What follows belongs to an exercise in optimizing a design on an open flow for small area, a short achievable clock period and few clock cycles per item; a production flow would make more cautious choices. The RTL was checked by simulation tests, not by an equivalence proof against the original design.

==> inputs of job 6323 <==
## far_rs_dec
module far_rs_dec (
    input  wire         clk,
    input  wire         rst,
    input  wire         in_valid,
    output wire         in_ready,
    input  wire [159:0] in_cw,
    output reg          out_valid,
    output reg  [127:0] out_data,
    output reg  [1:0]   out_status,
    output reg  [19:0]  out_err_mask
);
==> flow/config.mk <==
export PLATFORM = sky130hd
export DESIGN_NAME = far_rs_dec
export DESIGN_NICKNAME = far_rs_dec
export VERILOG_FILES = /design/flow/design.v
export SDC_FILE = /design/flow/constraint.sdc
export NUM_CORES = 4
export LEC_CHECK = 0
export CAP_MARGIN = 20
export CORE_MARGIN = 2
export CORE_UTILIZATION = 45
export SLEW_MARGIN = 20
export SYNTH_HIERARCHICAL = 1
export SYNTH_MINIMUM_KEEP_SIZE = 0
==> flow/constraint.sdc <==
create_clock -name core_clock -period 56.0 [get_ports {clk}]
set_input_delay 11.2000 -clock core_clock [delete_from_list [all_inputs] [get_ports {clk}]]
set_output_delay 11.2000 -clock core_clock [all_outputs]
set_load 0.01 [all_outputs]
standard.sh (not shown) runs the stock make flow with config.mk's settings and CLKGATE_MAP_FILE= SYNTH_SCRIPT=/design/flow/synth_recipe.tcl, a recipe that flattens the netlist after the stock synthesis.
==> flow/flow/run.sh <==
#!/bin/bash
# The standard layout (standard.sh, standard synthesis included), with two
# changes passed to ORFS as make variables:
#  - every input and output port gets a sky130_fd_sc_hd__buf_1 buffer;
#  - CTS clusters up to 20 sinks per buffer and adds no dummy loads.
set -euo pipefail
bash standard.sh \
    "BUFFER_PORTS_ARGS=-buffer_cell sky130_fd_sc_hd__buf_1" \
    "CTS_ARGS=-sink_clustering_enable -sink_clustering_size 20 -sink_clustering_max_diameter 100 -repair_clock_nets -dont_use_dummy_load" \
    finish > standard.log 2>&1
==> job 5395: changes against job 6323 <==
--- a/flow/design.v
+++ b/flow/design.v
@@ -11,13 +11,10 @@
     assign y = ~(a | b);
 endmodule
 module rs_nor2b (input wire a, input wire b, output wire y);
     assign y = ~a & b;
 endmodule
-module rs_a22o (input wire a, input wire b, input wire c, input wire d, output wire y);
-    assign y = (a & b) | (c & d);
-endmodule
 module rs_inv (input wire a, output wire y);
     assign y = ~a;
 endmodule
 module rs_inv16 (input wire [3:0] a, output reg [3:0] y);
     always @(*) begin
@@ -4905,21 +4902,16 @@
     wire ok2 = anz2 & bnz2 & trok & (|m1) & (|m2);
     wire ok1 = ~anz2 & ~bnz2 & (|s0_2) & (|m2);
     wire ok  = ok1 | ok2;
     wire [19:0] g1 = m1 & {20{ok}};
     wire [19:0] g2 = m2 & {20{ok}};
-    wire [127:0] fixed;
-    genvar gj, gb;
-    generate
-        for (gj = 0; gj < 16; gj = gj + 1) begin : g_sym
-            for (gb = 0; gb < 8; gb = gb + 1) begin : g_bit
-                wire c_s;
-                rs_a22o u_sel (.a(g1[gj]), .b(e1p[gb]), .c(g2[gj]), .d(e2p[gb]), .y(c_s));
-                rs_xor2 u_fix (.a(d2[8*gj+gb]), .b(c_s), .y(fixed[8*gj+gb]));
-            end
-        end
-    endgenerate
+    reg [127:0] fixed;
+    integer j;
+    always @(*) begin
+        for (j = 0; j < 16; j = j + 1)
+            fixed[8*j +: 8] = d2[8*j +: 8] ^ ({8{g1[j]}} & e1p) ^ ({8{g2[j]}} & e2p);
+    end
     always @(posedge clk) begin
         out_valid    <= v2 & ~rst;
         out_status   <= clean2 ? 2'd0 : ok2 ? 2'd2 : ok1 ? 2'd1 : 2'd3;
         out_data     <= fixed;
         out_err_mask <= g1 | g2;
==> results.txt <==
quantity                                                                               job 6323     job 5395
Core Rows                                                                                    97          100
Total routing usage reported by global routing                                            30.6%        31.5%
End of the worst register-to-register path                                               ir2[5]       ir2[6]
Transition time at the pin with the least slew margin                                   1.18 ns      1.28 ns
Largest net degree at the start of global routing                                            53           65
Result of the run                                                      timing/DRC/antenna clean  timing/DRC/antenna clean
Slack of the worst reg-to-reg path                                                     44.34 ns     44.71 ns
Worst slack at placement                                                               44.33 ns     44.32 ns
Synth Area in Compound Gates                                                              4.89%        1.77%
M1 GR Usage                                                                               41.3%        41.4%
Worst reg-to-reg path cell count                                                             35           37
Fin util                                                                                  50.4%        50.1%
Post-DP Area                                                                          34300 um2    36300 um2
Weighted congestion reported at the end of routability-driven placement                    1.07         1.09
Post-route cell area                                                                  35200 um2    37300 um2
Post-route fraction of the period consumed by the critical path                           21.9%        22.0%
Post-Route Hold Slack                                                                  0.399 ns     0.383 ns
Tapcell Cnt                                                                                 940          969
Layout buffer count excluding clock buffers                                                 369          387
Antenna cells                                                                                10            7
Share of the final layout cell area in multi-input gates                                  61.1%        62.7%
Synthesis-to-layout area growth                                                           11.4%        10.4%
Number of distinct library cell variants in the gate-level netlist after synthesis           57           72
Share of cell area taken by flip-flops and latches                                        28.4%        26.9%
Testbench counts of job 6323, summed over its fixed seeds: cycles 16,024, items 16,000.
Testbench counts of job 5395, summed over its fixed seeds: cycles 16,024, items 16,000.

[separate check: timing with driven ports]
No port has a modelled driver above. Below, the same layouts with a new extraction and two added sets of constraints.
Step 1 sets driving cells, clkbuf_16 on the clock port and buf_2 on the other inputs (assumed; they add their load-dependent delay and slew).
Step 2 adds t to the input delays and takes it off the output delays; t is the mean of the earliest and latest rising clock arrival at the registers after step 1. Input paths then give back, and output paths get back, about the clock's delay inside the block.
a / b / c = ideal / step 1 / step 2; a / b = the first two.
run	shift t [ns]	setup WS [ns]	worst hold slack (ns)	latest minus earliest clock arrival (ns)	worst data-port slew with drivers (ns)
job 6323	0.611	43.727 / 43.666 / 44.277	0.399 / 0.399 / 0.399	0.077 / 0.077	0.09
job 5395	0.623	43.700 / 43.638 / 44.261	0.383 / 0.383 / 0.383	0.110 / 0.111	0.09
After both steps setup and hold are still met in every run listed.
